From an optimization exercise on the open Yosys and OpenROAD flow, aimed at small area, a short achievable clock period and few clock cycles; shortcuts taken in it are not production practice. At most, simulation tests tie the RTL to the original design; equivalence was not proved. Only the layout flow was run in runs 1, 6 and 7; the RTL was not checked for function there. Power figures rest on the tool's default switching activity, not on a simulated workload.

--- flow/run.sh ---
#!/bin/bash
# synth_recipe.tcl (not shown) runs the flow's synth.tcl, then flattens the netlist and writes it again
# the make line also repeats each setting of config.mk as NAME=value (left out here)
make -C /OpenROAD-flow-scripts/flow DESIGN_CONFIG=/design/flow/config.mk WORK_HOME=/design/flow/orfs CLKGATE_MAP_FILE= SYNTH_SCRIPT=/design/flow/synth_recipe.tcl finish
--- flow/config.mk ---
export PLATFORM = sky130hd
export DESIGN_NAME = merge_buf
export DESIGN_NICKNAME = merge_buf
export VERILOG_FILES = /design/flow/design.v
export SDC_FILE = /design/flow/constraint.sdc
export NUM_CORES = 4
export LEC_CHECK = 0
export CAP_MARGIN = 20
export CORE_MARGIN = 2
export CORE_UTILIZATION = 25
export SLEW_MARGIN = 20
--- flow/constraint.sdc ---
create_clock -name core_clock -period 13.0 [get_ports {clk}]
set_input_delay 2.6000 -clock core_clock [delete_from_list [all_inputs] [get_ports {clk}]]
set_output_delay 2.6000 -clock core_clock [all_outputs]
set_load 0.01 [all_outputs]
--- flow/design.v ---
module merge_buf (
    input  wire        clk,
    input  wire        rst,           
    input  wire        req_valid,
    output reg         req_ready,
    input  wire [1:0]  req_op,        
    input  wire [15:0] req_addr,      
    input  wire [63:0] req_wdata,
    input  wire [7:0]  req_wmask,     
    input  wire [7:0]  req_wpar,      
    output reg         rsp_valid,
    output reg  [63:0] rsp_data,
    output reg         rsp_poison,
    output reg         rsp_sbe,
    output reg         mem_en,
    output reg         mem_we,
    output reg  [15:0] mem_addr,
    output wire [71:0] mem_wdata,
    input  wire        mem_gnt,       
    input  wire [71:0] mem_rdata
);
    localparam [1:0] OP_WRITE   = 2'd0;
    localparam [1:0] OP_READ    = 2'd1;
    localparam [1:0] OP_BARRIER = 2'd2;
    localparam [511:0] HCOL = 512'hf8c73e3d3b372f1fe0d0c8c4c2c1b0a8a4a2a1989492918c8a898685837068646261585452514c4a49464543383432312c2a292625231c1a191615130e0d0b07;
    localparam [7:0] POISON_MASK = 8'h03;
    function [7:0] check_bits(input [63:0] d);
        integer i;
        begin
            check_bits = 8'h00;
            for (i = 0; i < 64; i = i + 1)
                if (d[i])
                    check_bits = check_bits ^ HCOL[8*i +: 8];
        end
    endfunction
    function [65:0] decode(input [71:0] cw);
        reg [7:0]  syn;
        reg [63:0] d;
        reg        sbe;
        integer i;
        begin
            syn = check_bits(cw[63:0]) ^ cw[71:64];
            d   = cw[63:0];
            sbe = 1'b0;
            for (i = 0; i < 64; i = i + 1)
                if (syn == HCOL[8*i +: 8]) begin
                    d[i] = ~d[i];
                    sbe  = 1'b1;
                end
            for (i = 0; i < 8; i = i + 1)
                if (syn == (8'h01 << i))
                    sbe = 1'b1;
            decode = {(syn != 8'h00) && !sbe, sbe, d};
        end
    endfunction
    function par_err(input [63:0] d, input [7:0] m, input [7:0] p);
        integer b;
        begin
            par_err = 1'b0;
            for (b = 0; b < 8; b = b + 1)
                if (m[b] && ((^d[8*b +: 8]) == p[b]))
                    par_err = 1'b1;
        end
    endfunction
    reg        e_valid;
    reg [15:0] e_addr;
    reg [63:0] e_data;
    reg [7:0]  e_mask;      
    reg        e_dirty;     
    reg        e_pois;      
    reg        e_sbe;       
    reg        ld_ent;      
    reg        ld_rsp;      
    reg        ld_mrg;      
    reg        rsp_pend;    
    wire e_full = &e_mask;
    wire hit    = e_valid && (e_addr == req_addr);
    assign mem_wdata = {check_bits(e_data) ^ (e_pois ? POISON_MASK : 8'h00), e_data};
    wire [65:0] rd_dec  = decode(mem_rdata);
    wire [63:0] rd_corr = rd_dec[63:0];
    wire        rd_sbe  = rd_dec[64];
    wire        rd_ded  = rd_dec[65];
    wire is_wr  = req_valid && (req_op == OP_WRITE);
    wire is_rd  = req_valid && (req_op == OP_READ);
    wire is_bar = req_valid && (req_op == OP_BARRIER);
    wire wperr  = par_err(req_wdata, req_wmask, req_wpar);
    wire evict = e_dirty && !ld_ent && !is_rd;
    always @(*) begin
        mem_en   = is_rd || evict;
        mem_we   = !is_rd && e_full;
        mem_addr = is_rd ? req_addr : e_addr;
    end
    wire wb_now   = evict && e_full && mem_gnt;     
    wire fill_now = evict && !e_full && mem_gnt;    
    wire acc_rd_hit = is_rd && hit && e_full;
    wire acc_rd_mem = is_rd && !acc_rd_hit && mem_gnt;
    wire acc_wr_hit = is_wr && hit;
    wire acc_wr_new = is_wr && !hit && (!e_dirty || wb_now);
    wire acc_bar    = is_bar && (!e_dirty || wb_now);
    wire rd_alloc   = acc_rd_mem && !e_dirty && !hit;
    always @(*) req_ready = acc_rd_hit | acc_rd_mem | acc_wr_hit | acc_wr_new | acc_bar;
    integer b;
    always @(posedge clk) begin
        if (rst) begin
            e_valid   <= 1'b0;
            e_dirty   <= 1'b0;
            ld_ent    <= 1'b0;
            ld_rsp    <= 1'b0;
            rsp_pend  <= 1'b0;
            rsp_valid <= 1'b0;
        end else begin
            ld_ent    <= fill_now || rd_alloc;
            ld_rsp    <= acc_rd_mem;
            ld_mrg    <= hit;
            rsp_pend  <= acc_rd_hit;
            rsp_valid <= rsp_pend || ld_rsp;
            if (rsp_pend) begin
                rsp_data   <= e_data;
                rsp_poison <= e_pois;
                rsp_sbe    <= e_sbe;
            end else begin
                for (b = 0; b < 8; b = b + 1)
                    rsp_data[8*b +: 8] <= (ld_mrg && e_mask[b]) ? e_data[8*b +: 8]
                                                                 : rd_corr[8*b +: 8];
                rsp_poison <= (ld_mrg && e_full) ? e_pois : (rd_ded || ld_mrg && e_pois);
                rsp_sbe    <= (ld_mrg && e_full) ? e_sbe  : (rd_sbe && !(ld_mrg && e_dirty));
            end
            if (wb_now)
                e_dirty <= 1'b0;
            if (ld_ent) begin
                for (b = 0; b < 8; b = b + 1)
                    if (!e_mask[b])
                        e_data[8*b +: 8] <= rd_corr[8*b +: 8];
                e_mask <= 8'hff;
                if (rd_ded)
                    e_pois <= 1'b1;
                e_sbe <= rd_sbe && !e_dirty;
            end
            if (acc_wr_hit) begin
                for (b = 0; b < 8; b = b + 1)
                    if (req_wmask[b])
                        e_data[8*b +: 8] <= req_wdata[8*b +: 8];
                if (!ld_ent)
                    e_mask <= e_mask | req_wmask;
                e_dirty <= 1'b1;
                e_sbe   <= 1'b0;
                if (&req_wmask)
                    e_pois <= wperr;
                else if (wperr)
                    e_pois <= 1'b1;
            end
            if (acc_wr_new) begin
                e_valid <= 1'b1;
                e_addr  <= req_addr;
                e_data  <= req_wdata;
                e_mask  <= req_wmask;
                e_dirty <= 1'b1;
                e_sbe   <= 1'b0;
                e_pois  <= wperr;
            end
            if (rd_alloc) begin
                e_valid <= 1'b1;
                e_addr  <= req_addr;
                e_mask  <= 8'h00;
                e_pois  <= 1'b0;
            end
        end
    end
endmodule
==> flow_metrics.py, run 1 <==
metrics = {
    "cts": {
        "path_clk_slew_ps": 70,
        "tritoncts": "built",
        "postCtsHoldBufs": 0,
        "h-tree-depth": 4,
        "cts_root_buf": "clkbuf_16",
        "ctsResizeCount": 0,
        "clockBufferDepth": 2,
        "post-cts-setup-buffer-count": 0,
        "cts_made_buffers": 17,
        "numClockSinks": 163,
        "clock_latency_ps": 470,
    },
    "timing": {
        "rsz0062_at_grt": "no",
        "fin_skew_ps": 16.5,
        "slew_viol_final": 0,
        "setup_tns_ps": 0,
        "worst_slack_ps": 5080,
        "finalSetupViolCount": 0,
        "post-route-min-period_ps": 7920,
        "max_slew_margin_pct": 32.1,
        "worstMarginPinSlew_ps": 1020,
        "hold_viol_final": 0,
        "max_freq_mhz": 126,
        "fin_crit_sh_pct": 61.0,
    },
    "drt": {
        "drt-wirelength-per-cell_um": 23.8,
        "vias": 11304,
        "drc_errors": 0,
        "drtIter0Drc": 1031,
        "routed_via_density": 4.82,
        "drt_first_pass_iters": 5,
        "ant_nets": 0,
        "wl_mm": 55.9,
    },
    "placement": {
        "dp_hpwl_mm": 45.5,
        "place.gp.congestion": 0.914,
        "portBuffers": 331,
        "place_worst_setup_slack_ps": 5090,
    },
    "yosys": {
        "async_flop_share_pct": 0,
        "ys_seq_area_share_pct": 38.3,
        "synth-edff-count": 157,
        "avgSynthCellArea_um2": 9.28,
        "synthesis.area_mm2": 0.0126,
        "synth-seq-cells": 163,
        "netlist_instances": 1359,
        "syn-num-nets": 1533,
        "yosysUniqueCellTypes": 52,
        "ys.flop_type": "edfxtp_1",
        "synth_warnings": 1,
    },
    "global_route": {
        "overflow": 0,
        "grt_start_max_net_pins": 81,
        "grt_pass1_wl_mm": 78.7,
        "grt.total_usage_pct": 21.0,
        "first_global_vias": 10955,
        "antenna_found_initial": 1,
    },
    "setup_path": {
        "worst_path_most_repeated_cell": "nand2_1",
        "path_cells": "clkdlybuf4s50_1 > nor2b_1 > nand2_1 > and4_1 > nand2_1 > nand2_1 > inv_1 > a21oi_1 > a21o_1 > clkdlybuf4s50_1",
        "cpPeakStageDelay_ps": 550,
        "crit_path_start_kind": "input pin",
        "cp-end-kind": "output pin",
        "cp_max_fo": 21,
        "crit_arrival_ps": 5320,
        "crit_slowest_cell": "nand2_1",
        "required_ps": 10400,
        "crit_type": "input pin to output pin",
    },
    "floorplan": {
        "fp.dieArea_mm2": 0.0523,
        "die_w_um": 229,
        "ios": 332,
        "rows": 82,
        "start_util_pct": 25.2,
        "die_y_um": 229,
        "core_mm2": 0.0500,
    },
    "status": {
        "outcome": "timing/DRC/antenna clean",
    },
    "pwr": {
        "p_leak_nw": 5.61,
        "powerDensity_mw_per_mm2": 190,
        "irDropWorstVdd_v": 0.000127,
    },
    "final_layout": {
        "fin_nets": 1830,
        "final_cell_mix": "334 x xnor2_1, 331 x clkdlybuf4s50_1, 207 x nor2_1",
        "drive_gt1_share_pct": 4.97,
        "area_delta_synth_final_pct": 36.4,
        "layout_commonest_cell": "xnor2_1",
    },
    "flow_run": {
        "maxCapViolCount": 0,
    },
    "min_path": {
        "min_path_type": "register to register",
    },
}
==> cells by family (layout without fill, tap and decap cells) <==
group | after synthesis | in the layout | synth area share, %
xor gates and xnor gates | 419 | 419 | 31.8
DFF | 163 | 163 | 38.3
other | 0 | 2 | 0
buffers and inverters | 71 | 381 | 2.24
and+or+nand+nor | 420 | 420 | 14.3
AOI/OAI and AO/OA | 263 | 263 | 11.4
muxes | 23 | 23 | 1.99
==> worst paths after layout <==
| path | start | end | slack, ps | depth (start not counted) |
|---|---|---|---|---|
| hold reg to reg | ld_rsp | rsp_valid | 450 | 2 |
| setup / recovery | req_op[0] | req_ready | 5080 | 10 |
| hold / removal | ld_rsp | rsp_valid | 450 | 2 |
| setup reg to reg | e_mask[5] | e_addr[5] | 9720 | 8 |
==> synth_stat cells (all sizes together) (3+ instances only) <==
cell | count | area [um2]
xor2 | 60 | 526
buf | 27 | 118
o32ai | 4 | 35.0
dfxtp | 6 | 120
inv | 8 | 30.0
nor2 | 207 | 777
clkbuf | 35 | 131
o22ai | 3 | 18.8
nor2b | 5 | 31.3
a32oi | 5 | 43.8
nor3 | 19 | 95.1
nor4 | 5 | 31.3
nand4 | 17 | 106
nand2 | 119 | 447
xnor2 | 336 | 2960
mux2i | 6 | 60.1
or2 | 14 | 87.6
a21oi | 145 | 726
o211ai | 4 | 30.0
a22oi | 5 | 37.5
or4 | 3 | 26.3
xnor3 | 19 | 428
xor3 | 4 | 95.1
edfxtp | 157 | 4710
mux2 | 17 | 191
nand3 | 8 | 40.0
o21ai | 80 | 400
nand2b | 14 | 87.6
==> routing by layer <==
metal | global-route usage [%] | vias to the layer above | part of all wire (%)
met5 | 0 | - | 0.020
met4 | 6.68 | 2 | 2.8
met3 | 4.60 | 61 | 7.1
met2 | 32.8 | 527 | 45
met1 | 28.7 | 5465 | 45
li1 | - | 5249 | -
==> state kept, by name (all words and copies together), names as in the netlist, 8 cells and up <==
name	flops
e_addr	16
e_data	64
e_mask	8
rsp_data	64
==> worst max-delay path, delay by kind of cell <==
kind | cells | cell delay [ps]
buf+inv | 3 | 1070
simple gates | 5 | 1390
compound gates | 2 | 260
==> cell type report <==
class / count / area (um2)
Sequential cell: 163 / 4830
Inverter: 9 / 36.3
Antenna cell: 2 / 5.00
Timing Repair Buffer: 340 / 3390
Clock buffer: 18 / 429
Multi-Input combinational cell: 1125 / 7530
Tap cell: 672 / 841
Fill cell: 5144 / 32800
Clock inverter: 14 / 139
==> report_power, final <==
part,switching (mW),internal [mW],leakage (nW)
Sequential,0.0667,0.653,1.58
Combinational,1.21,0.832,3.76
Clock,0.233,0.281,0.272
Total,1.51,1.77,5.61
==> stage by stage <==
| stage | total power, mW | util, % | cells | hold slack (ps) | cell area (um2) |
|---|---|---|---|---|---|
| 5_1_grt | 3.43 | 34.4 | 2341 | 491 | 17200 |
| 4_1_cts | 3.26 | 34.3 | 2339 | 457 | 17100 |
| 3_5_place_dp | 2.73 | 33.2 | 2307 | 452 | 16600 |
| 2_1_floorplan | 2.01 | - | 1359 | 411 | 12600 |
| 6_report | 3.27 | 34.4 | 2343 | 448 | 17200 |
| 3_3_place_gp | 2.75 | 33.2 | 2307 | 435 | 16600 |
==> run 2, diff against run 1 <==
--- a/flow/design.v
+++ b/flow/design.v
@@ -69,9 +69,7 @@
     reg        e_dirty;     
     reg        e_pois;      
-    reg        e_sbe;       
     reg        ld_ent;      
     reg        ld_rsp;      
     reg        ld_mrg;      
-    reg        rsp_pend;    
     wire e_full = &e_mask;
     wire hit    = e_valid && (e_addr == req_addr);
@@ -93,12 +91,18 @@
     wire wb_now   = evict && e_full && mem_gnt;     
     wire fill_now = evict && !e_full && mem_gnt;    
-    wire acc_rd_hit = is_rd && hit && e_full;
-    wire acc_rd_mem = is_rd && !acc_rd_hit && mem_gnt;
+    wire acc_rd     = is_rd && mem_gnt;
     wire acc_wr_hit = is_wr && hit;
     wire acc_wr_new = is_wr && !hit && (!e_dirty || wb_now);
     wire acc_bar    = is_bar && (!e_dirty || wb_now);
-    wire rd_alloc   = acc_rd_mem && !e_dirty && !hit;
-    always @(*) req_ready = acc_rd_hit | acc_rd_mem | acc_wr_hit | acc_wr_new | acc_bar;
+    always @(*) req_ready = acc_rd | acc_wr_hit | acc_wr_new | acc_bar;
     integer b;
+    always @(posedge clk) begin
+        ld_mrg <= hit;
+        for (b = 0; b < 8; b = b + 1)
+            rsp_data[8*b +: 8] <= (ld_mrg && e_mask[b]) ? e_data[8*b +: 8]
+                                                         : rd_corr[8*b +: 8];
+        rsp_poison <= (ld_mrg && e_pois) || (rd_ded && !(ld_mrg && e_full));
+        rsp_sbe    <= rd_sbe && !ld_mrg;
+    end
     always @(posedge clk) begin
         if (rst) begin
@@ -107,23 +111,9 @@
             ld_ent    <= 1'b0;
             ld_rsp    <= 1'b0;
-            rsp_pend  <= 1'b0;
             rsp_valid <= 1'b0;
         end else begin
-            ld_ent    <= fill_now || rd_alloc;
-            ld_rsp    <= acc_rd_mem;
-            ld_mrg    <= hit;
-            rsp_pend  <= acc_rd_hit;
-            rsp_valid <= rsp_pend || ld_rsp;
-            if (rsp_pend) begin
-                rsp_data   <= e_data;
-                rsp_poison <= e_pois;
-                rsp_sbe    <= e_sbe;
-            end else begin
-                for (b = 0; b < 8; b = b + 1)
-                    rsp_data[8*b +: 8] <= (ld_mrg && e_mask[b]) ? e_data[8*b +: 8]
-                                                                 : rd_corr[8*b +: 8];
-                rsp_poison <= (ld_mrg && e_full) ? e_pois : (rd_ded || ld_mrg && e_pois);
-                rsp_sbe    <= (ld_mrg && e_full) ? e_sbe  : (rd_sbe && !(ld_mrg && e_dirty));
-            end
+            ld_ent    <= fill_now;
+            ld_rsp    <= acc_rd;
+            rsp_valid <= ld_rsp;
             if (wb_now)
                 e_dirty <= 1'b0;
@@ -135,5 +125,4 @@
                 if (rd_ded)
                     e_pois <= 1'b1;
-                e_sbe <= rd_sbe && !e_dirty;
             end
             if (acc_wr_hit) begin
@@ -144,5 +133,4 @@
                     e_mask <= e_mask | req_wmask;
                 e_dirty <= 1'b1;
-                e_sbe   <= 1'b0;
                 if (&req_wmask)
                     e_pois <= wperr;
@@ -156,12 +144,5 @@
                 e_mask  <= req_wmask;
                 e_dirty <= 1'b1;
-                e_sbe   <= 1'b0;
                 e_pois  <= wperr;
-            end
-            if (rd_alloc) begin
-                e_valid <= 1'b1;
-                e_addr  <= req_addr;
-                e_mask  <= 8'h00;
-                e_pois  <= 1'b0;
             end
         end
--- a/flow/config.mk
+++ b/flow/config.mk
@@ -6,4 +6,5 @@
 export NUM_CORES = 4
 export LEC_CHECK = 0
+export ABC_AREA = 1
 export CAP_MARGIN = 20
 export CORE_MARGIN = 2
==> flow_metrics.py, run 2 <==
metrics = {
    "status": {
        "outcome": "timing/DRC/antenna clean",
    },
    "cts": {
        "numClockSinks": 161,
        "cts_made_buffers": 17,
        "post-cts-setup-buffer-count": 0,
        "cts_root_buf": "clkbuf_16",
        "ctsResizeCount": 0,
        "clock_latency_ps": 450,
        "path_clk_slew_ps": 70,
        "postCtsHoldBufs": 0,
        "h-tree-depth": 4,
        "clockBufferDepth": 2,
        "tritoncts": "built",
    },
    "global_route": {
        "grt_start_max_net_pins": 49,
        "first_global_vias": 13569,
        "overflow": 0,
        "antenna_found_initial": 11,
        "grt.total_usage_pct": 20.4,
        "grt_pass1_wl_mm": 88.2,
    },
    "placement": {
        "place_worst_setup_slack_ps": 4230,
        "dp_hpwl_mm": 52.8,
        "placedCellCount": 3214,
        "place.gp.congestion": 0.972,
        "portBuffers": 331,
    },
    "setup_path": {
        "crit_arrival_ps": 6180,
        "reg2reg_to": "e_data[6]",
        "r2r_cells": 12,
        "cp_max_fo": 22,
        "ff2ff_setup_slack_ps": 9480,
        "crit_type": "input pin to output pin",
        "r2r_start": "ld_ent",
        "cp-end-kind": "output pin",
        "required_ps": 10400,
        "crit_path_start_kind": "input pin",
    },
    "final_layout": {
        "final_cell_mix": "739 x nand2_1, 331 x clkdlybuf4s50_1, 298 x inv_1",
        "area_delta_synth_final_pct": 33.1,
        "drive_gt1_share_pct": 5.42,
        "nFillCells": 6126,
        "layout_commonest_cell": "nand2_1",
        "stdcell_count": 3252,
        "largestRegisters": "e_data: 64 flops, rsp_data: 64 flops, e_addr: 16 flops",
        "fin_nets": 2651,
    },
    "pwr": {
        "switchingPower_uw": 901,
        "combPwrFrac_pct": 48.2,
        "p_int_mw": 1.36,
        "finalPower_mw": 2.26,
        "irDropWorstVdd_v": 0.000127,
        "powerDensity_mw_per_mm2": 119,
        "power_frac_seq_pct": 28.3,
        "p_leak_nw": 8.79,
        "p_sw_share_pct": 39.9,
        "pwr-share-clk_pct": 23.5,
    },
    "timing": {
        "fin_skew_ps": 10.2,
        "slew_viol_final": 0,
        "hold_viol_final": 0,
        "finalSetupViolCount": 0,
        "worst_slack_ps": 4220,
        "max_slew_margin_pct": 42.5,
        "fin_crit_sh_pct": 67.5,
        "post-route-min-period_ps": 8780,
        "worstMarginPinSlew_ps": 862,
        "setup_tns_ps": 0,
        "max_freq_mhz": 114,
        "rsz0062_at_grt": "no",
    },
    "yosys": {
        "synth_top_area_share_pct": 19.4,
        "syn-num-nets": 2347,
        "async_flop_share_pct": 0,
        "synth-seq-cells": 161,
        "avgSynthCellArea_um2": 6.57,
        "synth-edff-count": 89,
        "synth_common_cells": "739 x nand2_1, 299 x inv_1, 180 x xor2_1, 174 x xnor2_1, 150 x o21ai_0",
        "ys.flop_type": "edfxtp_1",
        "synth.area.top_cells": "nand2_1 19%, edfxtp_1 19%, xor2_1 11%, xnor2_1 11%, dfxtp_1 10%",
        "synth_warnings": 1,
        "ys_seq_area_share_pct": 28.8,
        "netlist_instances": 2173,
        "synth_most_common_cell": "nand2_1",
        "synthesis.area_mm2": 0.0143,
        "yosysTopAreaCell": "nand2_1",
        "yosysUniqueCellTypes": 41,
    },
    "drt": {
        "ant_nets": 0,
        "vias": 14619,
        "drc_errors": 0,
        "drtIter0Drc": 1161,
        "drt-wirelength-per-cell_um": 18.9,
        "wl_mm": 61.4,
        "drt_first_pass_iters": 5,
        "routed_via_density": 4.50,
    },
    "floorplan": {
        "ios": 332,
        "start_util_pct": 25.3,
        "core_mm2": 0.0565,
        "rows": 87,
        "die_y_um": 243,
        "die_w_um": 243,
        "fp.dieArea_mm2": 0.0591,
    },
    "min_path": {
        "min_to": "rsp_valid",
        "hold_path_depth": 2,
        "min_path_type": "register to register",
        "hold_start": "ld_rsp",
    },
    "flow_run": {
        "maxCapViolCount": 0,
    },
}
## run 2: cell count changes in the layout (fill, tap and decap cells not counted), moves of 66 or more
cell / change
nand3_1: +74
edfxtp_1: -68
xnor2_1: -160
a21oi_1: -66
nor2_1: -98
xor2_1: +120
inv_1: +291
dfxtp_1: +66
o21ai_0: +70
nand2_1: +620
## run 2: how the worst max path moves through the flow
stage	startpoint	end	slack (ps)	depth (start not counted)
2_1_floorplan	req_valid	req_ready	6440	11
3_3_place_gp	req_valid	req_ready	3870	13
3_5_place_dp	req_valid	req_ready	4230	13
4_1_cts	req_valid	req_ready	4240	13
5_1_grt	req_valid	req_ready	3780	13
6_report	req_valid	req_ready	4220	13
## run 2: through the flow
step	cell area [um2]	hold slack, ps	util [%]
5_1_grt	19000	434	33.6
2_1_floorplan	14300	388	-
3_3_place_gp	18400	402	32.5
3_5_place_dp	18400	403	32.5
4_1_cts	19000	413	33.6
6_report	19000	412	33.6
## run 2: cell type report
cell class	count	area, um2	area share, %
Clock buffer	21	504	2.65
Antenna cell	6	15.0	0.0790
Timing Repair Buffer	336	3350	17.6
Multi-Input combinational cell	1630	8720	45.9
Tap cell	756	946	4.98
Clock inverter	11	111	0.586
Sequential cell	161	4110	21.6
Inverter	331	1240	6.54
## run 2: power by group through the flow
stage / combinational, mW / sequential, mW / clock [mW]
after global placement: 1.08 / 0.651 / 0
after CTS: 1.09 / 0.640 / 0.544
final: 1.09 / 0.640 / 0.531
after detailed placement: 1.08 / 0.651 / 0
after floorplan: 0.626 / 0.640 / 0
after global routing: 1.18 / 0.643 / 0.562
## run 2: critical path: stages
cell             delay, ps
clkdlybuf4s50_1        480
inv_1                   80
nor3_4                 620
inv_1                  440
nand3_1                200
nor3_1                  70
nor2_1                 120
nor2_1                  50
nand2_1                400
nand2_1                290
inv_1                  240
nand3_1                100
clkdlybuf4s50_1        480
## run 2: logic make-up (layout without fill, tap and decap cells)
family | count (synthesis) | after routing | share of synthesized area (%)
DFF | 161 | 161 | 28.8
AOI/OAI and AO/OA | 241 | 241 | 8.65
xor gates and xnor gates | 355 | 355 | 21.8
buffers and inverters | 382 | 699 | 10.3
other | 0 | 6 | 0
and+or+nand+nor | 1034 | 1034 | 30.5
## run 2: layer usage
metal | GRT usage, % | up-vias | wire length (um)
met3 | 3.18 | 56 | 4790
li1 | - | 7297 | -
met5 | 0 | - | 57
met2 | 33.9 | 545 | 28600
met1 | 27.3 | 6713 | 26700
met4 | 5.45 | 8 | 1220
Testbench counts of run 2, summed over its fixed seeds: cycles 133,040.
==> run 3, diff against run 2 <==
--- a/flow/config.mk
+++ b/flow/config.mk
@@ -6,5 +6,4 @@
 export NUM_CORES = 4
 export LEC_CHECK = 0
-export ABC_AREA = 1
 export CAP_MARGIN = 20
 export CORE_MARGIN = 2
==> flow_metrics.py, run 3 <==
metrics = {
    "status": {
        "outcome": "timing/DRC/antenna clean",
    },
    "pwr": {
        "p_sw_share_pct": 47.6,
        "p_leak_nw": 5.76,
        "combPwrFrac_pct": 63.1,
        "finalPower_mw": 3.22,
        "p_int_mw": 1.69,
        "power_frac_seq_pct": 20.3,
        "switchingPower_mw": 1.53,
        "pwr-share-clk_pct": 16.6,
        "irDropWorstVdd_v": 0.000104,
        "powerDensity_mw_per_mm2": 195,
    },
    "drt": {
        "ant_nets": 0,
        "wl_mm": 53.2,
        "wl_met3_mm": 4.07,
        "wl_met2_mm": 23.9,
        "drt-wirelength-per-cell_um": 24.3,
        "met1_length_mm": 23.0,
        "routed_via_density": 4.82,
        "vias": 10552,
        "topRoutingLayerUsed": "met4",
        "drtIter0Drc": 1061,
        "drt_first_pass_iters": 7,
        "drc_errors": 0,
    },
    "final_layout": {
        "stdcell_count": 2188,
        "drive_gt1_share_pct": 8.61,
        "final_cell_mix": "335 x xnor2_1, 331 x clkdlybuf4s50_1, 142 x nor2_1",
        "fin_util_pct": 34.8,
        "largestRegisters": "e_data: 64 flops, rsp_data: 64 flops, e_addr: 16 flops",
        "fin_nets": 1729,
        "layout_commonest_cell": "xnor2_1",
        "area_delta_synth_final_pct": 38.2,
    },
    "setup_path": {
        "cp_max_fo": 20,
        "worst_path_most_repeated_cell": "clkdlybuf4s50_1",
        "cpPeakStageDelay_ps": 700,
        "crit_path_start_kind": "input pin",
        "required_ps": 10400,
        "path_cells": "clkdlybuf4s50_1 > nand3b_1 > nand2_1 > o31a_1 > o22ai_1 > and2_1 > clkdlybuf4s50_1",
        "cp-end-kind": "output pin",
        "crit_type": "input pin to output pin",
        "crit_arrival_ps": 5110,
        "crit_slowest_cell": "nand3b_1",
        "ff2ff_setup_slack_ps": 9540,
    },
    "yosys": {
        "ys_seq_area_share_pct": 34.3,
        "netlist_instances": 1240,
        "synth_common_cells": "335 x xnor2_1, 142 x nor2_1, 117 x nand2_1, 89 x edfxtp_1, 87 x o21ai_0",
        "yosysTopAreaCell": "xnor2_1",
        "ys.flop_type": "edfxtp_1",
        "yosysUniqueCellTypes": 60,
        "avgSynthCellArea_um2": 9.67,
        "synthesis.area_mm2": 0.0120,
        "synth_most_common_cell": "xnor2_1",
        "async_flop_share_pct": 0,
        "synth-edff-count": 89,
        "synth-seq-cells": 161,
        "synth.area.top_cells": "xnor2_1 24%, edfxtp_1 22%, dfxtp_1 12%, mux2_2 6.9%, xnor3_1 4.5%",
        "synth_top_area_share_pct": 24.5,
        "syn-num-nets": 1414,
        "synth_warnings": 1,
    },
    "cts": {
        "numClockSinks": 161,
        "post-cts-setup-buffer-count": 0,
        "cts_made_buffers": 17,
        "clock_latency_ps": 470,
        "path_clk_slew_ps": 70,
        "cts_root_buf": "clkbuf_16",
        "clockBufferDepth": 2,
        "ctsResizeCount": 0,
        "tritoncts": "built",
        "postCtsHoldBufs": 0,
        "h-tree-depth": 4,
    },
    "timing": {
        "finalSetupViolCount": 0,
        "post-route-min-period_ps": 7710,
        "worstMarginPinSlew_ps": 1100,
        "max_freq_mhz": 130,
        "slew_viol_final": 0,
        "hold_viol_final": 0,
        "max_slew_margin_pct": 26.7,
        "rsz0062_at_grt": "no",
        "setup_tns_ps": 0,
        "fin_skew_ps": 9.82,
        "fin_crit_sh_pct": 59.3,
    },
    "floorplan": {
        "core_mm2": 0.0475,
        "die_w_um": 223,
        "ios": 332,
        "fp.dieArea_mm2": 0.0497,
        "die_y_um": 223,
        "start_util_pct": 25.2,
        "rows": 80,
    },
    "global_route": {
        "overflow": 0,
        "grt_pass1_wl_mm": 75.4,
        "grt.total_usage_pct": 21.3,
        "grt_start_max_net_pins": 75,
        "antenna_found_initial": 5,
        "first_global_vias": 10638,
    },
    "placement": {
        "portBuffers": 331,
        "placedCellCount": 2151,
        "dp_hpwl_mm": 44.0,
        "place.gp.congestion": 0.980,
    },
    "min_path": {
        "min_path_type": "register to register",
    },
    "flow_run": {
        "maxCapViolCount": 0,
    },
}
==> run 3: cell count changes after synthesis, moves of 10 or more <==
cell	previous run	this run
inv_2	30	0
nand2_2	20	2
o21ai_0	150	87
xnor2_1	174	335
nand3_1	82	10
nand2_1	739	117
nor2_1	109	142
mux2_2	0	73
clkbuf_1	38	28
xor2_1	180	37
inv_1	299	7
xnor3_1	0	24
nor2_2	12	0
nor4_1	4	14
==> run 3: through the flow <==
stage	area, um2	setup WS, ps	hold slack (ps)
detailed placement	15900	5260	434
global route	16600	5110	468
CTS	16500	5260	451
finish	16600	5290	447
global placement	15900	5260	420
floorplan	12000	6630	414
==> run 3: cell type report <==
class                   count  area (um2)
fillers                  4762       31000
flip-flops and latches    161        4110
repair buffers            337        3360
multi-input cells        1031        7670
clock buffers              19         475
diodes                      5        12.5
well taps                 615         769
inverters                   7        26.3
clock inverters            13         138
==> run 3: cell families after synthesis <==
group,after synthesis,synth area share [%]
muxes,74,6.94
xor gates and xnor gates,414,35.1
and+or+nand+nor,344,12.5
DFF,161,34.3
buffers and inverters,48,1.80
AOI/OAI and AO/OA,199,9.37
==> run 3: final timing paths <==
path	from	to	cells after the start
setup / recovery	req_op[0]	req_ready	7
hold / removal	ld_rsp	rsp_valid	1
setup reg to reg	e_mask[3]	e_data[40]	7
hold reg to reg	ld_rsp	rsp_valid	1
==> run 3: worst max-delay path: cells and delay by family <==
kind | cells | cell delay (ps)
AO/OA/AOI/OAI | 2 | 510
buffers and inverters | 2 | 1000
AND/OR/NAND/NOR | 3 | 990
==> run 3: layer usage <==
layer  vias to the layer above  track usage (%)
met2                       503             33.0
met3                        91             6.23
met1                      5045             27.3
met5                         -                0
li1                       4913                -
met4                         0             9.98
==> run 3: power groups by stage <==
stage / logic [mW] / registers, mW / clock network, mW
floorplan: 1.29 / 0.664 / 0
global placement: 2.02 / 0.664 / 0
detailed placement: 1.99 / 0.664 / 0
CTS: 2.00 / 0.653 / 0.551
global route: 2.15 / 0.659 / 0.566
finish: 2.03 / 0.653 / 0.536
==> run 4, diff against run 3 <==
==> flow/flow/run.sh (new file) <==
#!/bin/bash
# Standard layout, with plain buf_1 cells as the port buffers.
set -euo pipefail
bash standard.sh "BUFFER_PORTS_ARGS=-buffer_cell sky130_fd_sc_hd__buf_1" finish > flow_make.log 2>&1
==> flow/standard.sh (new file) <==
#!/bin/bash
# synth_recipe.tcl (not shown) runs the flow's synth.tcl, then flattens the netlist and writes it again
# the make line also repeats each setting of config.mk as NAME=value (left out here)
make -C /OpenROAD-flow-scripts/flow DESIGN_CONFIG=/design/flow/config.mk WORK_HOME=/design/flow/orfs CLKGATE_MAP_FILE= SYNTH_SCRIPT=/design/flow/synth_recipe.tcl "${@:-finish}"
removed: flow/run.sh
==> flow_metrics.py, run 4 <==
metrics = {
    "status": {
        "outcome": "timing/DRC/antenna clean",
    },
    "drt": {
        "ant_nets": 0,
        "drt_first_pass_iters": 5,
        "drc_errors": 0,
        "wl_mm": 54.1,
        "drt-wirelength-per-cell_um": 24.7,
        "drtIter0Drc": 1051,
        "routed_via_density": 4.91,
        "vias": 10753,
    },
    "placement": {
        "dpl_cell_area_mm2": 0.0139,
        "dp_hpwl_mm": 44.4,
        "portBuffers": 331,
        "place.gp.congestion": 0.934,
    },
    "setup_path": {
        "path_cells": "buf_1 > nand3b_1 > nand2_1 > o31a_1 > o22ai_1 > and2_1 > buf_1",
        "crit_slowest_cell": "nand3b_1",
        "crit_arrival_ps": 4400,
        "cp-end-kind": "output pin",
        "required_ps": 10400,
        "cp_max_fo": 20,
        "crit_path_start_kind": "input pin",
        "cpPeakStageDelay_ps": 690,
        "crit_type": "input pin to output pin",
        "ff2ff_setup_slack_ps": 9880,
        "worst_path_most_repeated_cell": "buf_1",
        "crit_buf_inv": 2,
        "critical_path.top_delay_family": "simple AND/OR/NAND/NOR gates",
    },
    "cts": {
        "path_clk_slew_ps": 70,
        "cts_root_buf": "clkbuf_16",
        "numClockSinks": 161,
        "clock_latency_ps": 500,
        "tritoncts": "built",
        "ctsResizeCount": 0,
        "clockBufferDepth": 2,
        "postCtsHoldBufs": 0,
        "post-cts-setup-buffer-count": 0,
        "h-tree-depth": 4,
        "cts_made_buffers": 17,
    },
    "yosys": {
        "yosysUniqueCellTypes": 60,
        "syn-num-nets": 1414,
        "synth_warnings": 1,
        "netlist_instances": 1240,
        "avgSynthCellArea_um2": 9.67,
        "ys_seq_area_share_pct": 34.3,
        "synth_top_area_share_pct": 24.5,
        "async_flop_share_pct": 0,
        "synthesis.area_mm2": 0.0120,
        "yosysTopAreaCell": "xnor2_1",
        "synth-edff-count": 89,
        "synth_most_common_cell": "xnor2_1",
        "synth.area.top_cells": "xnor2_1 24%, edfxtp_1 22%, dfxtp_1 12%, mux2_2 6.9%, xnor3_1 4.5%",
        "ys.flop_type": "edfxtp_1",
        "synth-seq-cells": 161,
        "synth_common_cells": "335 x xnor2_1, 142 x nor2_1, 117 x nand2_1, 89 x edfxtp_1, 87 x o21ai_0",
    },
    "pwr": {
        "irDropWorstVdd_v": 0.000110,
        "p_leak_nw": 4.84,
        "powerDensity_mw_per_mm2": 212,
        "combPwrFrac_pct": 61.5,
        "switchingPower_mw": 1.56,
        "p_sw_share_pct": 50.7,
        "p_int_mw": 1.51,
        "pwr-share-clk_pct": 17.2,
        "power_frac_seq_pct": 21.3,
    },
    "floorplan": {
        "ios": 332,
        "start_util_pct": 25.2,
        "core_mm2": 0.0475,
        "fp.dieArea_mm2": 0.0497,
        "rows": 80,
        "die_w_um": 223,
        "die_y_um": 223,
    },
    "timing": {
        "rsz0062_at_grt": "no",
        "finalSetupViolCount": 0,
        "fin_skew_ps": 17.8,
        "setup_tns_ps": 0,
        "max_freq_mhz": 143,
        "hold_viol_final": 0,
        "slew_viol_final": 0,
        "post-route-min-period_ps": 7000,
        "worstMarginPinSlew_ps": 1030,
        "max_slew_margin_pct": 31.0,
        "fin_crit_sh_pct": 53.9,
    },
    "final_layout": {
        "fin_util_pct": 30.5,
        "final_cell_mix": "335 x xnor2_1, 331 x buf_1, 142 x nor2_1",
        "drive_gt1_share_pct": 8.60,
        "fin_nets": 1731,
        "largestRegisters": "e_data: 64 flops, rsp_data: 64 flops, e_addr: 16 flops",
        "layout_commonest_cell": "xnor2_1",
        "final_design_area_no_fill_mm2": 0.0145,
        "area_delta_synth_final_pct": 20.8,
    },
    "flow_run": {
        "maxCapViolCount": 0,
    },
    "global_route": {
        "grt_start_max_net_pins": 74,
        "antenna_found_initial": 3,
        "first_global_vias": 10462,
        "grt_pass1_wl_mm": 75.8,
        "overflow": 0,
        "grt.total_usage_pct": 21.6,
    },
    "min_path": {
        "min_path_type": "register to register",
    },
}
==> run 4: changes by cell type in the layout (fill, tap and decap cells not counted), sizes merged <==
cell | previous run | this run
buf | 6 | 339
clkdlybuf4s50 | 331 | 0
diode | 5 | 3
inv | 15 | 13
clkbuf | 19 | 20
clkinvlp | 1 | 2
==> run 4: cell families after synthesis <==
kind of cell              after synthesis  share of synthesized area, %
AOI/OAI and AO/OA                     199                          9.37
xor gates and xnor gates              414                          35.1
buffers and inverters                  48                          1.80
DFF                                   161                          34.3
muxes                                  74                          6.94
and+or+nand+nor                       344                          12.5
==> run 4: layout make-up <==
| type | instances | area [um2] |
|---|---|---|
| diodes | 3 | 7.51 |
| well taps | 615 | 769 |
| multi-input cells | 1031 | 7670 |
| inverters | 7 | 26.3 |
| clock buffers | 20 | 447 |
| flip-flops and latches | 161 | 4110 |
| repair buffers | 339 | 1320 |
| fillers | 5046 | 33100 |
| clock inverters | 12 | 123 |
==> run 4: per-layer routing <==
layer / track usage, % / up-vias / wire length, um
li1: - / 4905 / -
met1: 28.3 / 5222 / 23500
met2: 34.6 / 558 / 25000
met3: 5.20 / 68 / 4070
met4: 7.45 / 0 / 1600
met5: 0 / - / 0
==> run 4: final timing paths <==
| kind | endpoint | depth (start not counted) | from |
|---|---|---|---|
| worst max-delay path | req_ready | 7 | req_op[0] |
| worst max register to register | e_data[46] | 8 | e_addr[2] |
| worst min register to register | rsp_valid | 1 | ld_rsp |
| worst min-delay path | rsp_valid | 1 | ld_rsp |
==> run 4: power by group through the flow <==
stage	Clock, mW	Sequential (mW)	Combinational [mW]
3_3_place_gp	0	0.665	1.87
3_5_place_dp	0	0.665	1.83
2_1_floorplan	0	0.664	1.29
4_1_cts	0.543	0.654	1.84
6_report	0.529	0.654	1.89
5_1_grt	0.559	0.659	1.98
==> run 4: metrics by stage <==
| step | cells | total power [mW] | hold slack (ps) | setup WS, ps |
|---|---|---|---|---|
| after global routing | 2188 | 3.20 | 471 | 5800 |
| after detailed placement | 2152 | 2.50 | 459 | 6010 |
| after floorplan | 1240 | 1.95 | 414 | 6630 |
| after global placement | 2152 | 2.53 | 421 | 5970 |
| after CTS | 2184 | 3.04 | 469 | 6010 |
| final | 2188 | 3.07 | 463 | 6000 |
==> run 5, diff against run 4 <==
==> flow/flow/run.sh (replaced) <==
#!/bin/bash
# Standard layout, with plain buf_1 cells as the port buffers and timing repair aimed
# 6.5 ns below the clock period.
set -euo pipefail
bash standard.sh "BUFFER_PORTS_ARGS=-buffer_cell sky130_fd_sc_hd__buf_1" "SETUP_SLACK_MARGIN=6.5" finish > flow_make.log 2>&1
==> flow_metrics.py, run 5 <==
metrics = {
    "status": {
        "outcome": "timing/DRC/antenna clean",
    },
    "cts": {
        "numClockSinks": 161,
        "postCtsHoldBufs": 0,
        "clockBufferDepth": 2,
        "path_clk_slew_ps": 70,
        "cts_made_buffers": 17,
        "clock_latency_ps": 500,
        "h-tree-depth": 4,
        "tritoncts": "built",
        "cts_root_buf": "clkbuf_16",
    },
    "drt": {
        "drt_first_pass_iters": 5,
        "routed_via_density": 4.94,
        "ant_nets": 0,
        "wl_mm": 54.4,
        "drt-wirelength-per-cell_um": 24.8,
        "drc_errors": 0,
        "vias": 10845,
        "drtIter0Drc": 1101,
    },
    "final_layout": {
        "layout_commonest_cell": "xnor2_1",
        "area_delta_synth_final_pct": 22.3,
        "final_cell_mix": "329 x xnor2_1, 322 x buf_1, 142 x nor2_1",
        "drive_gt1_share_pct": 10.2,
        "largestRegisters": "e_data: 64 flops, rsp_data: 64 flops, e_addr: 16 flops",
        "fin_nets": 1736,
    },
    "timing": {
        "max_slew_margin_pct": 32.3,
        "worstMarginPinSlew_ps": 1010,
        "slew_viol_final": 0,
        "fin_skew_ps": 16.1,
        "hold_viol_final": 0,
        "fin_crit_sh_pct": 50.4,
        "finalSetupViolCount": 0,
        "setup_tns_ps": 0,
        "max_freq_mhz": 153,
        "rsz0062_at_grt": "yes",
        "post-route-min-period_ps": 6550,
        "hold_ws_ps": 462,
    },
    "placement": {
        "portBuffers": 331,
        "place.gp.congestion": 0.934,
        "dp_hpwl_mm": 44.4,
    },
    "yosys": {
        "netlist_instances": 1240,
        "yosysUniqueCellTypes": 60,
        "ys_seq_area_share_pct": 34.3,
        "synth_most_common_cell": "xnor2_1",
        "synth-edff-count": 89,
        "async_flop_share_pct": 0,
        "synth-seq-cells": 161,
        "syn-num-nets": 1414,
        "avgSynthCellArea_um2": 9.67,
        "synth_common_cells": "335 x xnor2_1, 142 x nor2_1, 117 x nand2_1, 89 x edfxtp_1, 87 x o21ai_0",
        "yosysTopAreaCell": "xnor2_1",
        "synthesis.area_mm2": 0.0120,
        "synth_top_area_share_pct": 24.5,
        "synth_warnings": 1,
        "ys.flop_type": "edfxtp_1",
        "synth.area.top_cells": "xnor2_1 24%, edfxtp_1 22%, dfxtp_1 12%, mux2_2 6.9%, xnor3_1 4.5%",
    },
    "pwr": {
        "powerDensity_mw_per_mm2": 212,
        "irDropWorstVdd_v": 0.000124,
        "p_leak_nw": 4.94,
    },
    "global_route": {
        "antenna_found_initial": 4,
        "grt.total_usage_pct": 21.6,
        "overflow": 0,
        "first_global_vias": 10503,
        "grt_pass1_wl_mm": 76.0,
        "grt_start_max_net_pins": 74,
    },
    "floorplan": {
        "rows": 80,
        "die_w_um": 223,
        "core_mm2": 0.0475,
        "start_util_pct": 25.2,
        "ios": 332,
        "die_y_um": 223,
        "fp.dieArea_mm2": 0.0497,
    },
    "setup_path": {
        "cp_max_fo": 3,
        "path_cells": "buf_6 > xnor2_2 > nand4_1 > nor4_2 > and3_4 > mux2i_1 > o22ai_1 > and2_1 > buf_2",
        "ff2ff_setup_slack_ps": 9820,
        "crit_arrival_ps": 3950,
        "crit_type": "input pin to output pin",
        "crit_slowest_cell": "nor4_2",
        "cpPeakStageDelay_ps": 290,
        "cp-end-kind": "output pin",
        "crit_path_start_kind": "input pin",
        "required_ps": 10400,
    },
    "min_path": {
        "min_path_type": "register to register",
    },
    "flow_run": {
        "maxCapViolCount": 0,
    },
}
-- run 5: cell counts after synthesis --
Identical to the previous run, type by type.
-- run 5: through the flow --
stage / utilization [%] / instances / power [mW] / setup slack, ps / area (um2)
after CTS: 30.5 / 2187 / 3.04 / 6500 / 14500
after global placement: 29.2 / 2152 / 2.53 / 5970 / 13900
after floorplan: - / 1240 / 1.95 / 6630 / 12000
after detailed placement: 29.2 / 2152 / 2.50 / 6010 / 13900
after global routing: 30.8 / 2194 / 3.23 / 6320 / 14700
final: 30.8 / 2194 / 3.11 / 6450 / 14700
-- run 5: kinds of logic (layout without fill, tap and decap cells) --
| family | after synthesis | in the layout | share of synthesized area [%] |
|---|---|---|---|
| xor gates and xnor gates | 414 | 414 | 35.1 |
| AOI/OAI and AO/OA | 199 | 199 | 9.37 |
| other | 0 | 4 | 0 |
| muxes | 74 | 74 | 6.94 |
| and+or+nand+nor | 344 | 345 | 12.5 |
| buffers and inverters | 48 | 382 | 1.80 |
| DFF | 161 | 161 | 34.3 |
-- run 5: worst paths after layout --
check	from	end	cells after the start
max	req_addr[6]	req_ready	9
min	ld_rsp	rsp_valid	1
max reg2reg	e_addr[15]	e_data[46]	9
min reg2reg	ld_rsp	rsp_valid	1
-- run 5: worst max-delay path, delay by kind of cell --
kind | cells | cell delay [ps]
multiplexers | 1 | 60
buffers and inverters | 2 | 220
AO/OA/AOI/OAI | 1 | 100
AND/OR/NAND/NOR | 4 | 810
XOR/XNOR | 1 | 160
-- run 5: layout make-up --
type	count	area, um2
multi-input cells	1032	7770
clock buffers	20	447
flip-flops and latches	161	4110
clock inverters	12	123
inverters	7	26.3
repair buffers	343	1400
fillers	5030	32900
well taps	615	769
diodes	4	10.0
-- run 5: where the power goes --
part / internal (mW) / total [mW] / leakage [nW] / switching (mW)
clock: 0.273 / 0.530 / 0.274 / 0.257
combinational: 0.659 / 1.92 / 3.20 / 1.26
sequential: 0.598 / 0.655 / 1.47 / 0.0567
-- run 5: repair_timing --
action,in CTS,in global routing
buffers inserted,2,2
pin swaps,15,4
gates resized for setup,17,17
cloned,1,0
endpoints found under the setup margin,18,9
-- run 5: per-layer routing --
metal	vias up	track usage [%]	part of all wire, %
met5	-	0	0
met4	0	7.86	3.6
met1	5240	28.4	43
met2	586	34.5	46
li1	4927	-	-
met3	92	5.22	7.9
==> run 6, diff against run 5 <==
--- a/flow/design.v
+++ b/flow/design.v
@@ -71,5 +71,5 @@
     reg        ld_ent;      
     reg        ld_rsp;      
-    reg        ld_mrg;      
+    reg        rd_wait;     
     wire e_full = &e_mask;
     wire hit    = e_valid && (e_addr == req_addr);
@@ -79,29 +79,34 @@
     wire        rd_sbe  = rd_dec[64];
     wire        rd_ded  = rd_dec[65];
-    wire is_wr  = req_valid && (req_op == OP_WRITE);
     wire is_rd  = req_valid && (req_op == OP_READ);
-    wire is_bar = req_valid && (req_op == OP_BARRIER);
     wire wperr  = par_err(req_wdata, req_wmask, req_wpar);
-    wire evict = e_dirty && !ld_ent && !is_rd;
+    wire busy  = e_dirty && !ld_ent;           
+    wire rd_go = is_rd && !rd_wait;
     always @(*) begin
-        mem_en   = is_rd || evict;
-        mem_we   = !is_rd && e_full;
-        mem_addr = is_rd ? req_addr : e_addr;
+        mem_en   = is_rd || busy;
+        mem_we   = !rd_go && e_dirty && e_full;
+        mem_addr = rd_go ? req_addr : e_addr;
     end
-    wire wb_now   = evict && e_full && mem_gnt;     
-    wire fill_now = evict && !e_full && mem_gnt;    
-    wire acc_rd     = is_rd && mem_gnt;
-    wire acc_wr_hit = is_wr && hit;
-    wire acc_wr_new = is_wr && !hit && (!e_dirty || wb_now);
-    wire acc_bar    = is_bar && (!e_dirty || wb_now);
-    always @(*) req_ready = acc_rd | acc_wr_hit | acc_wr_new | acc_bar;
+    wire wb_now   = !rd_go && busy && e_full && mem_gnt;     
+    wire fill_now = !rd_go && busy && !e_full && mem_gnt;    
+    wire wb_gnt = busy && e_full && mem_gnt;   
+    wire clean  = !e_dirty || wb_gnt;
+    always @(*) begin
+        req_ready = 1'b0;
+        if (req_valid)
+            case (req_op)
+                OP_WRITE: req_ready = hit || clean;
+                OP_READ:  req_ready = mem_gnt && !(hit && e_dirty) && !rd_wait;
+                default:  req_ready = clean;
+            endcase
+    end
+    wire acc_wr_hit = req_valid && (req_op == OP_WRITE) && hit;
+    wire acc_wr_new = req_valid && (req_op == OP_WRITE) && !hit && clean;
+    wire acc_rd     = is_rd && req_ready;
     integer b;
     always @(posedge clk) begin
-        ld_mrg <= hit;
-        for (b = 0; b < 8; b = b + 1)
-            rsp_data[8*b +: 8] <= (ld_mrg && e_mask[b]) ? e_data[8*b +: 8]
-                                                         : rd_corr[8*b +: 8];
-        rsp_poison <= (ld_mrg && e_pois) || (rd_ded && !(ld_mrg && e_full));
-        rsp_sbe    <= rd_sbe && !ld_mrg;
+        rsp_data   <= rd_corr;
+        rsp_poison <= rd_ded;
+        rsp_sbe    <= rd_sbe;
     end
     always @(posedge clk) begin
@@ -111,4 +116,5 @@
             ld_ent    <= 1'b0;
             ld_rsp    <= 1'b0;
+            rd_wait   <= 1'b0;
             rsp_valid <= 1'b0;
         end else begin
@@ -116,4 +122,5 @@
             ld_rsp    <= acc_rd;
             rsp_valid <= ld_rsp;
+            rd_wait   <= is_rd && hit && e_dirty && !wb_now;
             if (wb_now)
                 e_dirty <= 1'b0;
==> flow_metrics.py, run 6 <==
metrics = {
    "status": {
        "outcome": "timing/DRC/antenna clean",
    },
    "yosys": {
        "synth_most_common_cell": "xnor2_1",
        "ys_seq_area_share_pct": 36.1,
        "synth-seq-cells": 161,
        "synth_top_area_share_pct": 24.3,
        "synth_common_cells": "317 x xnor2_1, 115 x nand2_1, 89 x edfxtp_1, 72 x dfxtp_1, 64 x o21ai_0",
        "synth.area.top_cells": "xnor2_1 24%, edfxtp_1 23%, dfxtp_1 13%, xnor3_1 5.5%, mux2i_1 5.1%",
        "avgSynthCellArea_um2": 10.3,
        "async_flop_share_pct": 0,
        "netlist_instances": 1103,
        "yosysUniqueCellTypes": 61,
        "synthesis.area_mm2": 0.0114,
        "syn-num-nets": 1277,
        "ys.flop_type": "edfxtp_1",
        "yosysTopAreaCell": "xnor2_1",
        "synth_warnings": 1,
        "synth-edff-count": 89,
    },
    "cts": {
        "clock_latency_ps": 490,
        "cts_made_buffers": 17,
        "postCtsHoldBufs": 0,
        "h-tree-depth": 4,
        "tritoncts": "built",
        "path_clk_slew_ps": 70,
        "cts_root_buf": "clkbuf_16",
        "numClockSinks": 161,
        "clockBufferDepth": 2,
    },
    "setup_path": {
        "crit_buf_inv": 2,
        "cp-end-kind": "output pin",
        "cp_max_fo": 3,
        "crit_start": "req_addr[13]",
        "crit_path_start_kind": "input pin",
        "r2r_start": "e_addr[13]",
        "crit_slowest_cell": "nor4_4",
        "crit_arrival_ps": 4170,
        "crit_type": "input pin to output pin",
        "critical_path.top_delay_family": "simple AND/OR/NAND/NOR gates",
        "path_cells": "buf_8 > xnor2_2 > nand4_1 > nor4_4 > nand3_2 > nor2_2 > nor3b_2 > o32ai_2 > nor2_1 > buf_2",
        "required_ps": 10400,
        "cpPeakStageDelay_ps": 350,
    },
    "floorplan": {
        "core_mm2": 0.0452,
        "die_y_um": 218,
        "start_util_pct": 25.2,
        "die_w_um": 218,
        "ios": 332,
        "fp.dieArea_mm2": 0.0473,
        "rows": 78,
    },
    "pwr": {
        "irDropWorstVdd_v": 0.000163,
        "finalPower_mw": 3.09,
        "powerDensity_mw_per_mm2": 213,
        "p_leak_nw": 5.28,
    },
    "final_layout": {
        "nFillCells": 4732,
        "drive_gt1_share_pct": 10.3,
        "fin_nets": 1603,
        "layout_commonest_cell": "xnor2_1",
        "fin_util_pct": 32.1,
        "largestRegisters": "e_data: 64 flops, rsp_data: 64 flops, e_addr: 16 flops",
        "area_delta_synth_final_pct": 27.2,
        "final_cell_mix": "303 x xnor2_1, 300 x buf_1, 115 x nand2_1",
    },
    "global_route": {
        "grt.total_usage_pct": 21.2,
        "overflow": 0,
        "grt_start_max_net_pins": 76,
        "antenna_found_initial": 7,
        "first_global_vias": 9615,
        "grt_pass1_wl_mm": 69.8,
    },
    "timing": {
        "max_freq_mhz": 148,
        "fin_crit_sh_pct": 52.1,
        "max_slew_margin_pct": 26.7,
        "finalSetupViolCount": 0,
        "setup_tns_ps": 0,
        "fin_skew_ps": 12.7,
        "post-route-min-period_ps": 6770,
        "rsz0062_at_grt": "yes",
        "slew_viol_final": 0,
        "hold_ws_ps": 474,
        "worstMarginPinSlew_ps": 1100,
        "hold_viol_final": 0,
    },
    "drt": {
        "vias": 9724,
        "drt_first_pass_iters": 5,
        "drtIter0Drc": 913,
        "ant_nets": 0,
        "drt-wirelength-per-cell_um": 24.9,
        "wl_mm": 50.9,
        "routed_via_density": 4.75,
        "drc_errors": 0,
    },
    "min_path": {
        "min_path_type": "register to register",
        "hold_start": "ld_rsp",
    },
    "flow_run": {
        "maxCapViolCount": 0,
    },
    "placement": {
        "portBuffers": 331,
        "place.gp.congestion": 0.988,
        "dp_hpwl_mm": 41.6,
    },
}
==> run 6: cell count changes after synthesis, moves of 11 or more <==
cell      before  now
buf_1          2   16
clkbuf_1      28   10
a21oi_1       79    4
xor2_1        37   59
mux2i_1        1   58
o21ai_0       87   64
nor2b_1        1   12
mux2_2        73   18
nand3_1       10   25
xnor2_1      335  317
nor2_1       142   51
==> run 6: kinds of logic after synthesis <==
kind of cell | count (synthesis) | share of synthesized area [%]
buf+inv | 49 | 2.07
flops | 161 | 36.1
simple gates | 282 | 12.4
xor+xnor | 414 | 36.1
mux | 76 | 6.87
compound gates | 121 | 6.50
==> run 6: report_power, final <==
part	switching [mW]	internal, mW	total (mW)
combinational	1.22	0.670	1.89
sequential	0.0532	0.600	0.653
clock	0.258	0.283	0.541
total	1.53	1.55	3.09
==> run 6: path summary, 6_finish.rpt <==
check / endpoint / slack [ps] / depth (start not counted)
worst max-delay path: req_ready / 6230 / 10
worst min-delay path: rsp_valid / 470 / 1
worst max register to register: e_data[9] / 9850 / 11
worst min register to register: rsp_valid / 470 / 1
==> run 6: repair_timing <==
action / CTS / global route
pin swaps: 22 / 12
buffers inserted: 10 / 0
gates cloned: 1 / 0
gates resized for setup: 93 / 32
endpoints found under the setup margin: 18 / 20
==> run 6: cell type report <==
| type | instances | area [um2] | area share (%) |
|---|---|---|---|
| inverter | 7 | 26.3 | 0.181 |
| clock buffer | 20 | 489 | 3.37 |
| clock inverter | 12 | 123 | 0.845 |
| sequential | 161 | 4110 | 28.4 |
| tap | 600 | 751 | 5.18 |
| timing repair buffer | 349 | 1660 | 11.4 |
| antenna | 4 | 10.0 | 0.0690 |
| multi-input combinational | 893 | 7330 | 50.5 |
==> run 6: stage by stage <==
| step | cell area (um2) | cells | worst slack, ps |
|---|---|---|---|
| 5_1_grt | 14500 | 2043 | 6140 |
| 2_1_floorplan | 11400 | 1103 | 6500 |
| 6_report | 14500 | 2046 | 6230 |
| 3_3_place_gp | 13300 | 1999 | 6010 |
| 3_5_place_dp | 13300 | 1999 | 5980 |
| 4_1_cts | 14400 | 2042 | 6210 |
==> run 6: per-layer routing <==
metal | part of all wire, % | global-route usage (%)
met5 | 0.045 | 0
met4 | 3.0 | 8.08
met3 | 6.7 | 4.71
met2 | 48 | 35.0
met1 | 42 | 27.0
==> run 6: worst reg2reg max path: stages, from the launching register on <==
cell,delay (ps)
edfxtp_1,440
xnor2_2,210
nand4_1,190
nor4_4,350
nand3_2,140
buf_6,140
buf_4,130
a21oi_1,160
buf_4,230
nand2_1,140
nand2b_1,490
o21ai_0,240
==> run 7, diff against run 6 <==
==> flow/flow/run.sh (replaced) <==
#!/bin/bash
# Standard layout, with plain buf_1 cells as the port buffers and timing repair aimed
# 8.0 ns below the clock period.
set -euo pipefail
bash standard.sh "BUFFER_PORTS_ARGS=-buffer_cell sky130_fd_sc_hd__buf_1" "SETUP_SLACK_MARGIN=8.0" finish > flow_make.log 2>&1
==> flow_metrics.py, run 7 <==
metrics = {
    "placement": {
        "portBuffers": 331,
        "place_worst_setup_slack_ps": 6050,
        "dp_hpwl_mm": 40.9,
        "placedCellCount": 1999,
        "dpl_cell_area_mm2": 0.0136,
        "place.gp.congestion": 0.942,
    },
    "setup_path": {
        "required_ps": 10400,
        "r2r_cells": 9,
        "cp_max_fo": 3,
        "crit_type": "input pin to output pin",
        "crit_path_start_kind": "input pin",
        "cp-end-kind": "output pin",
        "crit_arrival_ps": 4160,
        "ff2ff_setup_slack_ps": 9920,
    },
    "yosys": {
        "yosysUniqueCellTypes": 61,
        "ys.flop_type": "edfxtp_1",
        "avgSynthCellArea_um2": 10.3,
        "synth_warnings": 1,
        "synthesis.area_mm2": 0.0114,
        "async_flop_share_pct": 0,
        "synth.area.top_cells": "xnor2_1 24%, edfxtp_1 23%, dfxtp_1 13%, xnor3_1 5.5%, mux2i_1 5.1%",
        "synth-edff-count": 89,
        "netlist_instances": 1103,
        "synth-seq-cells": 161,
        "yosysTopAreaCell": "xnor2_1",
        "syn-num-nets": 1277,
        "ys_seq_area_share_pct": 36.1,
        "synth_most_common_cell": "xnor2_1",
        "synth_top_area_share_pct": 24.3,
        "synth_common_cells": "317 x xnor2_1, 115 x nand2_1, 89 x edfxtp_1, 72 x dfxtp_1, 64 x o21ai_0",
    },
    "final_layout": {
        "area_delta_synth_final_pct": 72.4,
        "antennaDiodeCount": 0,
        "fin_nets": 1864,
        "final_cell_mix": "234 x buf_1, 207 x xnor2_1, 165 x buf_4",
        "fin_util_pct": 43.5,
        "stdcell_count": 2303,
        "drive_gt1_share_pct": 41.9,
        "largestRegisters": "e_data: 64 flops, rsp_data: 64 flops, e_addr: 16 flops",
        "layout_commonest_cell": "buf_1",
        "final_design_area_no_fill_mm2": 0.0197,
    },
    "timing": {
        "worstMarginPinSlew_ps": 947,
        "fin_crit_sh_pct": 52.0,
        "setup_tns_ps": 0,
        "max_slew_margin_pct": 36.9,
        "finalSetupViolCount": 0,
        "hold_viol_final": 0,
        "post-route-min-period_ps": 6760,
        "worst_slack_ps": 6240,
        "max_freq_mhz": 148,
        "fin_skew_ps": 14.7,
        "slew_viol_final": 0,
        "rsz0062_at_grt": "yes",
        "hold_ws_ps": 441,
    },
    "global_route": {
        "grt_start_max_net_pins": 66,
        "antenna_found_initial": 1,
        "first_global_vias": 10968,
        "grt.total_usage_pct": 22.6,
        "grt_pass1_wl_mm": 74.9,
        "overflow": 0,
    },
    "floorplan": {
        "ios": 332,
        "fp.dieArea_mm2": 0.0473,
        "die_y_um": 218,
        "die_w_um": 218,
        "start_util_pct": 25.2,
        "rows": 78,
        "core_mm2": 0.0452,
    },
    "pwr": {
        "irDropWorstVdd_v": 0.000196,
        "power_frac_seq_pct": 12.4,
        "switchingPower_mw": 2.45,
        "combPwrFrac_pct": 77.7,
        "powerDensity_mw_per_mm2": 267,
        "finalPower_mw": 5.25,
        "pwr-share-clk_pct": 9.9,
        "p_sw_share_pct": 46.8,
        "p_int_mw": 2.79,
        "p_leak_nw": 8.08,
    },
    "drt": {
        "drt-wirelength-per-cell_um": 25.1,
        "ant_nets": 0,
        "vias": 11377,
        "drc_errors": 0,
        "drtIter0Drc": 916,
        "drt_first_pass_iters": 6,
        "wl_met3_mm": 4.53,
        "routed_via_density": 4.94,
        "topRoutingLayerUsed": "met5",
        "met1_length_mm": 22.5,
        "wl_met2_mm": 27.5,
        "wl_mm": 57.7,
    },
    "min_path": {
        "hold_path_depth": 1,
        "min_path_type": "register to register",
    },
    "cts": {
        "clockBufferDepth": 2,
        "h-tree-depth": 4,
        "clock_latency_ps": 490,
        "cts_made_buffers": 17,
        "path_clk_slew_ps": 60,
        "tritoncts": "built",
        "numClockSinks": 161,
        "cts_root_buf": "clkbuf_16",
    },
    "status": {
        "outcome": "timing/DRC/antenna clean",
    },
    "flow_run": {
        "maxCapViolCount": 0,
    },
}
[run 7: cell counts after synthesis]
No cell type changed its count.
[run 7: repair_timing]
item,in CTS,in global routing
hold buffers,0,0
resized for setup,459,231
cloned,7,0
endpoints found under the setup margin,158,118
setup buffers,182,83
pin swaps,136,136
endpoints found under the hold margin,0,0
[run 7: per-layer routing]
layer  vias up  GRT usage, %
met3       166          6.53
met1      5575          26.6
met4         2          11.5
met5         -             0
met2       660          37.5
li1       4974             -
[run 7: kinds of logic after synthesis]
family | share of synthesized area [%]
and+or+nand+nor | 12.4
buffers and inverters | 2.07
muxes | 6.87
xor gates and xnor gates | 36.1
DFF | 36.1
AOI/OAI and AO/OA | 6.50
[run 7: worst paths after layout]
path                              startpoint          to
worst max register to register     e_addr[2]  e_data[50]
worst max-delay path            req_addr[13]   req_ready
worst min register to register        ld_rsp   rsp_valid
worst min-delay path                  ld_rsp   rsp_valid
[run 7: final cells by class]
class / count / area, um2
clock buffers: 17 / 425
clock inverters: 15 / 145
fillers: 4082 / 25500
inverters: 7 / 35.0
multi-input cells: 898 / 9880
flip-flops and latches: 161 / 4110
well taps: 600 / 751
repair buffers: 605 / 4310
[run 7: power groups by stage]
stage / sequential [mW] / combinational, mW / clock (mW)
floorplan: 0.663 / 1.47 / 0
global placement: 0.663 / 1.95 / 0
detailed placement: 0.663 / 1.93 / 0
CTS: 0.653 / 3.22 / 0.529
global route: 0.656 / 4.15 / 0.549
finish: 0.653 / 4.08 / 0.518
[run 7: critical path: stages]
cell	delay, ps
buf_1	180
xnor2_1	140
nand4_1	170
nor4_2	210
nand3_1	160
nor2_2	130
nor3b_2	70
o32ai_2	270
nor2_1	80
buf_2	150

[what the ideal ports hide]
No port has a modelled driver above. Below, the same layouts with a new extraction and two added sets of constraints.
Step 1 assumes that a clkbuf_16 drives the clock port and a buf_2 every other input.
Step 2 times the ports against the registers' clock, not the clock port: input delays grow and output delays shrink by t, the midpoint of the rising clock arrivals with the driver on.
Three values: ideal, step 1, step 2; two values: the first two.
| run | t (ns) | setup WS [ns] | worst hold slack (ns) | worst setup path after step 2 |
|---|---|---|---|---|
| run 1 | 0.516 | 5.075 / 5.027 / 5.027 | 0.448 / 0.448 / 0.448 | input to output |
| run 2 | 0.494 | 4.220 / 4.168 / 4.168 | 0.412 / 0.412 / 0.412 | input to output |
| run 3 | 0.522 | 5.287 / 5.267 / 5.267 | 0.447 / 0.447 / 0.447 | input to output |
| run 4 | 0.542 | 5.995 / 5.976 / 5.845 | 0.463 / 0.463 / 0.463 | input to register |
| run 5 | 0.543 | 6.446 / 6.407 / 6.054 | 0.462 / 0.462 / 0.462 | input to register |
| run 6 | 0.540 | 6.226 / 6.175 / 6.090 | 0.474 / 0.474 / 0.474 | input to register |
| run 7 | 0.536 | 6.244 / 6.212 / 6.212 | 0.441 / 0.441 / 0.441 | input to output |
After both steps setup and hold are still met in every run listed. For run 5, which loses most, drivers alone change the setup slack by -0.039 ns; drivers and shift together by -0.392 ns.
